What follows belongs to an exercise in optimizing a design on an open flow for small area; a production flow would make more cautious choices. In this exercise RTL edits were held to simulation tests only and were not proved equivalent to the original. No activity file was given, so power comes from the tool's default toggle rates.

== maple ==
==> flow/design.v <==
module ls_solver (
    input  wire         clk,
    input  wire         rst,             
    input  wire         start,
    input  wire [11:0]  start_first,     
    input  wire [11:0]  start_count,     
    input  wire [15:0]  start_max_run,   
    input  wire         abort,
    input  wire         clear,           
    output wire [11:0]  node_addr,
    input  wire [255:0] nodes,           
    input  wire         win_en,
    input  wire         win_we,
    input  wire [3:0]   win_addr,
    input  wire [7:0]   win_wdata,
    output reg  [7:0]   win_rdata,
    output reg          busy,
    output reg          done,
    output reg          fault,
    output reg          aborted,
    output wire [7:0]   fcode,
    output wire [15:0]  last_clocks,
    output reg  [31:0]  fault_count,
    output reg  [3:0]   err,             
    input  wire [3:0]   err_clr          
);
    localparam OP_NOP  = 6'h00;
    localparam OP_AND  = 6'h01;
    localparam OP_OR   = 6'h02;
    localparam OP_XOR  = 6'h03;
    localparam OP_MOV  = 6'h04;
    localparam OP_SET  = 6'h05;
    localparam OP_RST  = 6'h06;
    localparam OP_SR   = 6'h07;
    localparam OP_RS   = 6'h08;
    localparam OP_EDGE = 6'h09;
    reg  [127:1] bf_n;                              
    wire [127:0] bfv = {~bf_n, 1'b0};
    reg [11:0] cur_addr;      
    reg [11:0] rem;           
    reg        ot;            
    reg [11:0] cnt;           
    reg [11:0] last_q;
    reg [1:0]  fc;            
    assign node_addr   = cur_addr;
    assign last_clocks = {4'h0, last_q};
    assign fcode       = {5'h00, fc[1] & fc[0], fc[1] & ~fc[0], fc[0]};
    wire [5:0]  op  [0:3];
    wire        ia  [0:3];
    wire        ib  [0:3];
    wire        ir  [0:3];
    wire [17:0] fa  [0:3];
    wire [17:0] fb  [0:3];
    wire [17:0] fd  [0:3];
    wire [6:0]  adr_a [0:3];
    wire [6:0]  adr_b [0:3];
    wire [6:0]  adr_d [0:3];
    genvar g;
    generate
        for (g = 0; g < 4; g = g + 1) begin : fld
            assign op[g] = nodes[64*g+58 +: 6];
            assign ia[g] = nodes[64*g+57];
            assign ib[g] = nodes[64*g+56];
            assign ir[g] = nodes[64*g+55];
            assign fa[g] = nodes[64*g+36 +: 18];
            assign fb[g] = nodes[64*g+18 +: 18];
            assign fd[g] = nodes[64*g    +: 18];
            assign adr_a[g] = busy ? fa[g][6:0] : {win_addr, 3'(4 + g)};
            assign adr_b[g] = busy ? fb[g][6:0] : {win_addr, 3'(g)};
            assign adr_d[g] = busy ? fd[g][6:0] : {win_addr, 3'(4 + g)};
        end
    endgenerate
    function automatic [7:0] dec3(input [2:0] x);
        dec3 = 8'd1 << x;
    endfunction
    function automatic [15:0] dec4(input [3:0] x);
        dec4 = 16'd1 << x;
    endfunction
    function automatic rd(input [127:0] v, input [6:0] x);
        reg [7:0]  lo;
        reg [15:0] hi;
        reg        acc, grp;
        integer    h, l;
        begin
            lo  = dec3(x[2:0]);
            hi  = dec4(x[6:3]);
            acc = 1'b0;
            for (h = 0; h < 16; h = h + 1) begin
                grp = 1'b0;
                for (l = 0; l < 8; l = l + 1)
                    grp = grp | (lo[l] & v[8*h + l]);
                acc = acc | (hi[h] & grp);
            end
            rd = acc;
        end
    endfunction
    wire [3:0] ra, rb;        
    generate
        for (g = 0; g < 4; g = g + 1) begin : rdp
            assign ra[g] = rd(bfv, adr_a[g]);
            assign rb[g] = rd(bfv, adr_b[g]);
        end
    endgenerate
    reg [3:0] nf_op, nf_ad;           
    reg [3:0] act_b, act_d;           
    reg [3:0] wr_d;                   
    reg [3:0] val_b, val_d;           
    reg       av, bv;
    integer   k;
    always @* begin
        for (k = 0; k < 4; k = k + 1) begin
            av = ra[k] ^ ia[k];
            bv = rb[k] ^ ib[k];
            nf_op[k] = (op[k] > OP_EDGE);
            nf_ad[k] = (op[k] != OP_NOP) && (op[k] <= OP_EDGE) &&
                       ((|fa[k][17:7]) || (|fd[k][17:7]) ||
                        (!(op[k] == OP_MOV || op[k] == OP_SET || op[k] == OP_RST) && (|fb[k][17:7])));
            act_b[k] = (op[k] == OP_EDGE);
            act_d[k] = (op[k] != OP_NOP) && (op[k] <= OP_EDGE);
            val_b[k] = av;
            case (op[k])
                OP_AND:  begin wr_d[k] = 1'b1;     val_d[k] = (av & bv) ^ ir[k]; end
                OP_OR:   begin wr_d[k] = 1'b1;     val_d[k] = (av | bv) ^ ir[k]; end
                OP_XOR:  begin wr_d[k] = 1'b1;     val_d[k] = av ^ bv ^ ir[k];   end
                OP_MOV:  begin wr_d[k] = 1'b1;     val_d[k] = av ^ ir[k];        end
                OP_SET:  begin wr_d[k] = av;       val_d[k] = 1'b1;              end
                OP_RST:  begin wr_d[k] = av;       val_d[k] = 1'b0;              end
                OP_SR:   begin wr_d[k] = av | bv;  val_d[k] = av;                end
                OP_RS:   begin wr_d[k] = av | bv;  val_d[k] = ~bv;               end
                OP_EDGE: begin wr_d[k] = 1'b1;     val_d[k] = av & ~rb[k];       end
                default: begin wr_d[k] = 1'b0;     val_d[k] = 1'b0;              end
            endcase
        end
    end
    wire [3:0] nf = nf_op | nf_ad;
    wire       node_fault = |nf;
    wire [1:0] node_fc = nf[0] ? {nf_ad[0], nf_op[0]} :
                         nf[1] ? {nf_ad[1], nf_op[1]} :
                         nf[2] ? {nf_ad[2], nf_op[2]} :
                                 {nf_ad[3], nf_op[3]};
    wire start_bad   = start && (start_count == 12'd0);
    wire start_busy  = start && !start_bad && busy;
    wire start_ok    = start && !start_bad && !busy;
    wire last        = (rem[11:1] == 11'd0) && (rem[0] == !ot);
    wire end_fault   = busy && (node_fault || (last && ot));
    wire end_done    = busy && !node_fault && last && !ot;
    wire end_abort   = busy && abort && !end_fault && !end_done;
    wire run_ends    = end_fault || end_done || end_abort;
    wire win_busy    = (win_en || clear) && busy;
    reg         st_ot;
    reg  [11:0] addr_inc, rem_dec;
    reg  [31:0] fcnt_inc;
    reg         cy;
    integer     j;
    always @* begin
        st_ot = 1'b0;                        
        for (j = 0; j < 16; j = j + 1)
            st_ot = (j < 12 ? (start_count[j % 12] & ~start_max_run[j]) : 1'b0) |
                    (~((j < 12 ? start_count[j % 12] : 1'b0) ^ start_max_run[j]) & st_ot);
        cy = 1'b1;
        for (j = 0; j < 12; j = j + 1) begin
            addr_inc[j] = cur_addr[j] ^ cy;
            cy = cy & cur_addr[j];
        end
        cy = 1'b1;
        for (j = 0; j < 12; j = j + 1) begin
            rem_dec[j] = rem[j] ^ cy;
            cy = cy & ~rem[j];
        end
        cy = ~&fault_count;                  
        for (j = 0; j < 32; j = j + 1) begin
            fcnt_inc[j] = fault_count[j] ^ cy;
            cy = cy & fault_count[j];
        end
    end
    wire [11:0] st_rem = st_ot ? start_max_run[11:0] : start_count;
    always @(posedge clk) begin
        if (rst) begin
            busy        <= 1'b0;
            done        <= 1'b0;
            fault       <= 1'b0;
            aborted     <= 1'b0;
            fc          <= 2'b00;
            last_q      <= 12'h000;
            fault_count <= 32'h0000_0000;
            err         <= 4'h0;
        end else begin
            err <= (err & ~err_clr)
                 | {start_bad, abort && (!busy || end_fault || end_done), start_busy, win_busy};
            if (start_ok) begin
                busy <= 1'b1;
                done <= 1'b0;
            end else if (busy) begin
                if (run_ends) begin
                    busy    <= 1'b0;
                    done    <= end_done;
                    fault   <= end_fault;
                    aborted <= end_abort;
                end
                if (end_done)
                    last_q <= cnt;
                if (end_fault) begin
                    fc <= node_fault ? node_fc : 2'b11;
                    fault_count <= fcnt_inc;
                end
            end
        end
    end
    always @(posedge clk) begin
        if (start_ok) begin
            cur_addr <= start_first;
            rem      <= st_rem;
            ot       <= st_ot;
            cnt      <= start_count;
        end else begin
            cur_addr <= addr_inc;
            rem      <= rem_dec;
        end
    end
    wire [6:0] wadr [0:7];
    wire [7:0] wact, wval;
    generate
        for (g = 0; g < 4; g = g + 1) begin : wp
            assign wadr[2*g]     = adr_b[g];
            assign wadr[2*g + 1] = adr_d[g];
            assign wact[2*g]     = act_b[g];
            assign wact[2*g + 1] = act_d[g];
        end
    endgenerate
    reg  [7:0] wsup;
    integer    w, u;
    always @* begin
        for (w = 0; w < 8; w = w + 1) begin
            wsup[w] = 1'b0;
            for (u = w + 1; u < 8; u = u + 1)
                if (wact[u] && wadr[u] == wadr[w])
                    wsup[w] = 1'b1;
        end
    end
    wire       bwe = busy && !end_fault;
    wire       iwe = !busy && win_en && win_we && !clear;
    wire       clr = !busy && clear;
    wire [7:0] wen, wv;
    generate
        for (g = 0; g < 4; g = g + 1) begin : we
            assign wen[2*g]     = busy ? (bwe && act_b[g] && !wsup[2*g]) : iwe;
            assign wen[2*g + 1] = busy ? (bwe && wr_d[g] && !wsup[2*g + 1]) : iwe;
            assign wv[2*g]      = busy ? val_b[g] : win_wdata[g];
            assign wv[2*g + 1]  = busy ? val_d[g] : win_wdata[4 + g];
        end
    endgenerate
    reg [15:0] hw [0:7];
    reg [7:0]  ls [0:7];
    reg [7:0]  lc [0:7];
    always @* begin
        for (w = 0; w < 8; w = w + 1) begin
            hw[w] = wen[w] ? dec4(wadr[w][6:3]) : 16'h0000;
            ls[w] =  wv[w] ? dec3(wadr[w][2:0]) : 8'h00;
            lc[w] = !wv[w] ? dec3(wadr[w][2:0]) : 8'h00;
        end
    end
    reg [127:1] bset, bclr;
    integer     i;
    always @* begin
        for (i = 1; i < 128; i = i + 1) begin
            bset[i] = 1'b0;
            bclr[i] = 1'b0;
            for (w = 0; w < 8; w = w + 1) begin
                bset[i] = bset[i] | (hw[w][i >> 3] & ls[w][i & 7]);
                bclr[i] = bclr[i] | (hw[w][i >> 3] & lc[w][i & 7]);
            end
        end
    end
    always @(posedge clk)
        bf_n <= ~(bset | (~bf_n & ~bclr & ~{127{clr}}));
    always @(posedge clk) begin
        if (win_en && !win_we)
            win_rdata <= busy ? 8'h00 : {ra, rb};
    end
endmodule
export LEC_CHECK = 0
export CAP_MARGIN = 25
export CELL_PAD_IN_SITES_DETAIL_PLACEMENT = 2
export CELL_PAD_IN_SITES_GLOBAL_PLACEMENT = 4
export CORE_MARGIN = 2
export CORE_UTILIZATION = 20
export CTS_BUF_LIST = sky130_fd_sc_hd__clkbuf_8
export GPL_TIMING_DRIVEN = 0
export PLACE_DENSITY = 0.35
export SETUP_SLACK_MARGIN = 0.7
export SLEW_MARGIN = 25
create_clock -name core_clock -period 12.0 [get_ports {clk}]
standard.sh (not shown) runs the stock make flow with config.mk's settings and CLKGATE_MAP_FILE= SYNTH_SCRIPT=/design/flow/synth_recipe.tcl, a recipe that flattens the netlist after the stock synthesis.
==> flow/flow/run.sh <==
#!/bin/bash
# Standard layout with two changes:
#  - synthesis maps the logic with an area-only ABC script (flow/area.abc, three rounds of map -a)
#    instead of ORFS's abc_area/abc_speed script; registers, flattening and
#    renaming are exactly those of synth_recipe.tcl;
#  - every input and output port still gets a buffer, but a buf_1.
set -euo pipefail
here=$(pwd)
{
  printf 'proc abc {args} {\n'
  printf '  set i [lsearch -exact $args -script]\n'
  printf '  if {$i >= 0} { lset args [expr {$i + 1}] {%s} }\n' "$here/flow/area.abc"
  printf '  yosys abc {*}$args\n'
  printf '}\n'
  cat synth_recipe.tcl
} > own_synth.tcl
bash standard.sh SYNTH_SCRIPT="$here/own_synth.tcl" \
  BUFFER_PORTS_ARGS="-buffer_cell sky130_fd_sc_hd__buf_1" finish > flow.log 2>&1
==> flow/flow/area.abc <==
strash
dch
map -a
topo
strash
dch
map -a
topo
strash
dch
map -a
topo
Inputs modified between maple and delta:
Settings: clearing GPL_TIMING_DRIVEN, which used to be 0; clearing CTS_BUF_LIST, which used to be sky130_fd_sc_hd__clkbuf_8; putting ABC_AREA at 1 where nothing was set; swapping 25 for 20 in SLEW_MARGIN; swapping 25 for 20 in CAP_MARGIN; clearing SETUP_SLACK_MARGIN, which used to be 0.7.
==> flow/run.sh (new file) <==
#!/bin/bash
# synth_recipe.tcl (not shown) runs the flow's synth.tcl, then flattens the netlist and writes it again
# the make line also repeats each setting of config.mk as NAME=value (left out here)
make -C /OpenROAD-flow-scripts/flow DESIGN_CONFIG=/design/flow/config.mk WORK_HOME=/design/flow/orfs CLKGATE_MAP_FILE= SYNTH_SCRIPT=/design/flow/synth_recipe.tcl finish
removed: flow/flow/run.sh
removed: flow/flow/area.abc
removed: flow/standard.sh
--- outcome ---
- On delta: fraction of power consumed by the clock network is 2.2 points lower than what maple gave.
- Of maple and delta, the run reporting the lower synthesized cell count was maple.
- Lower wire length on met1 goes to maple over delta.
- Max growth of design area from synthesis to finish across maple and delta: maple
- Looking at overall routing resource usage, delta sits 5.8 points below maple.
- delta reports its last element of the critical path as bf_n[76] while maple reports bf_n[96].
- Taking maple as the reference point, the share of the core filled with cells of delta falls by 0.34 points.
- Wire length of the first global-routing pass (maple / delta): 0.79
Here is what was changed in the inputs of sierra compared with delta.
Settings: changing SLEW_MARGIN from 20 to 35; setting SETUP_SLACK_MARGIN to 1.0 for the first time; changing CAP_MARGIN from 20 to 35; setting GPL_TIMING_DRIVEN to 0 for the first time; removing ABC_AREA (formerly 1).
==> flow/flow/run.sh (new file) <==
#!/bin/bash
# Standard layout with two changes:
#  - synthesis maps the logic with an area-only ABC script (flow/area.abc, three rounds of map -a)
#    instead of ORFS's abc_area/abc_speed script; registers, flattening and
#    renaming are exactly those of synth_recipe.tcl;
#  - every input and output port still gets a buffer, but a buf_1.
set -euo pipefail
here=$(pwd)
{
  printf 'proc abc {args} {\n'
  printf '  set i [lsearch -exact $args -script]\n'
  printf '  if {$i >= 0} { lset args [expr {$i + 1}] {%s} }\n' "$here/flow/area.abc"
  printf '  yosys abc {*}$args\n'
  printf '}\n'
  cat synth_recipe.tcl
} > own_synth.tcl
bash standard.sh SYNTH_SCRIPT="$here/own_synth.tcl" \
  BUFFER_PORTS_ARGS="-buffer_cell sky130_fd_sc_hd__buf_1" finish > flow.log 2>&1
==> flow/flow/area.abc (new file) <==
strash
dch
map -a
topo
strash
dch
map -a
topo
strash
dch
map -a
topo
==> flow/standard.sh (new file) <==
#!/bin/bash
# synth_recipe.tcl (not shown) runs the flow's synth.tcl, then flattens the netlist and writes it again
# the make line also repeats each setting of config.mk as NAME=value (left out here)
make -C /OpenROAD-flow-scripts/flow DESIGN_CONFIG=/design/flow/config.mk WORK_HOME=/design/flow/orfs CLKGATE_MAP_FILE= SYNTH_SCRIPT=/design/flow/synth_recipe.tcl "${@:-finish}"
removed: flow/run.sh
Findings:
- The final reports for sierra and delta show overall power after layout lower in the former.
- Going from delta to sierra, combinational fraction of design power fell by 7.8 points, number of multi-input combinational cells fell by 48%, proportion of power drawn by flip-flops and latches rose by 4.7 points, total stage count of the critical path fell by 3.
- Compared with delta, in sierra die boundary width now sits lower; die span in y now sits lower.
Inputs modified between sierra and nickel:
Settings: SETUP_SLACK_MARGIN now 0.7, was 1.0; CTS_BUF_LIST now sky130_fd_sc_hd__clkbuf_4, previously not set; CAP_MARGIN now 25, was 35; SLEW_MARGIN now 25, was 35.
### Flow results
Compared with sierra, nickel is more frugal on power.
The final layouts of sierra and nickel pass the timing, DRC and antenna checks.
Going from sierra to nickel, first-iteration DRC count went up 202, final net count grew by 54, first-pass GRT wire length comparable.
Timing-limited maximum frequency: nickel vs sierra — no meaningful difference
nickel against sierra: average vias per placed instance roughly the same, fraction of area in clock buffers and inverters went down 0.47 points.
Edits applied to the flow inputs when going from nickel to xenon:
Settings: CAP_MARGIN: 25 -> 20; GPL_TIMING_DRIVEN: 0 -> unset; CTS_BUF_LIST: sky130_fd_sc_hd__clkbuf_4 -> unset; SETUP_SLACK_MARGIN: 0.7 -> unset; SLEW_MARGIN: 25 -> 20.
[summary]
- In xenon the implementation completed, yet the final layout does not meet the checks, the culprit being capacitance limit, slew limit.
- Comparing nickel against xenon, there is no change at all in mean cell area of the mapped netlist.
- Against nickel, first-pass GRT wire length in xenon came out worse.
- [xenon] count of inserted antenna diode cells rose 3 relative to nickel
The following lists how harbor was set up differently from xenon:
Settings: changing CAP_MARGIN from 20 to 35; setting CTS_BUF_LIST to sky130_fd_sc_hd__clkbuf_8 for the first time; changing SLEW_MARGIN from 20 to 35; setting GPL_TIMING_DRIVEN to 0 for the first time; setting SETUP_SLACK_MARGIN to 1.0 for the first time.
--- outcome ---
- Every stage of the flow completed for harbor, and the final layout passed the timing, DRC and antenna checks.
- Compared to xenon, harbor has static power due to leakage 12% lower.
- Per the comparison of harbor with xenon, total power draw -about 4.4%; fraction of area in registers +0.56 points; core utilization -1.1 points; total routed wirelength -6.6%; clock-buffer cell count +30.
- Worst hold slack was lower in xenon than in harbor.

afterwards: timing with drivers on the ports:
The results above use ideal ports. As a check the final layouts listed here were re-extracted and re-timed, cells and wires unchanged.
Step 1, drivers: a clkbuf_16 drives clk and a buf_2 each remaining input, both assumed.
Step 2 moves the port delays by t, midway between the first and last clock arrival at a register: inputs arrive t later, outputs are due t later. That takes back most of the time a late clock gives input paths.
Slacks: ideal / step 1 / step 2; pairs: ideal / step 1.
run | t, ns | slack for setup (ns) | worst setup path at the end | clock arrival spread, ns | pins driven straight from the clock port
maple | 0.921 | 0.427 / 0.481 / -0.440 | input to register | 0.119 / 0.120 | 1
delta | 0.726 | 2.075 / 2.106 / 1.381 | input to register | 0.056 / 0.057 | 1
sierra | 0.737 | 0.665 / 0.728 / -0.009 | input to register | 0.078 / 0.078 | 1
nickel | 1.213 | 0.641 / 0.692 / -0.521 | input to register | 0.128 / 0.128 | 1
xenon | 0.734 | 1.279 / 1.339 / 0.605 | input to register | 0.072 / 0.073 | 1
harbor | 0.924 | 0.656 / 0.723 / -0.202 | input to register | 0.127 / 0.127 | 1
With both steps, setup timing fails in maple, sierra, nickel and harbor, where it was met with ideal ports. The setup slack of nickel, which loses most, moves by +0.051 ns with the drivers and by -1.162 ns with both steps.
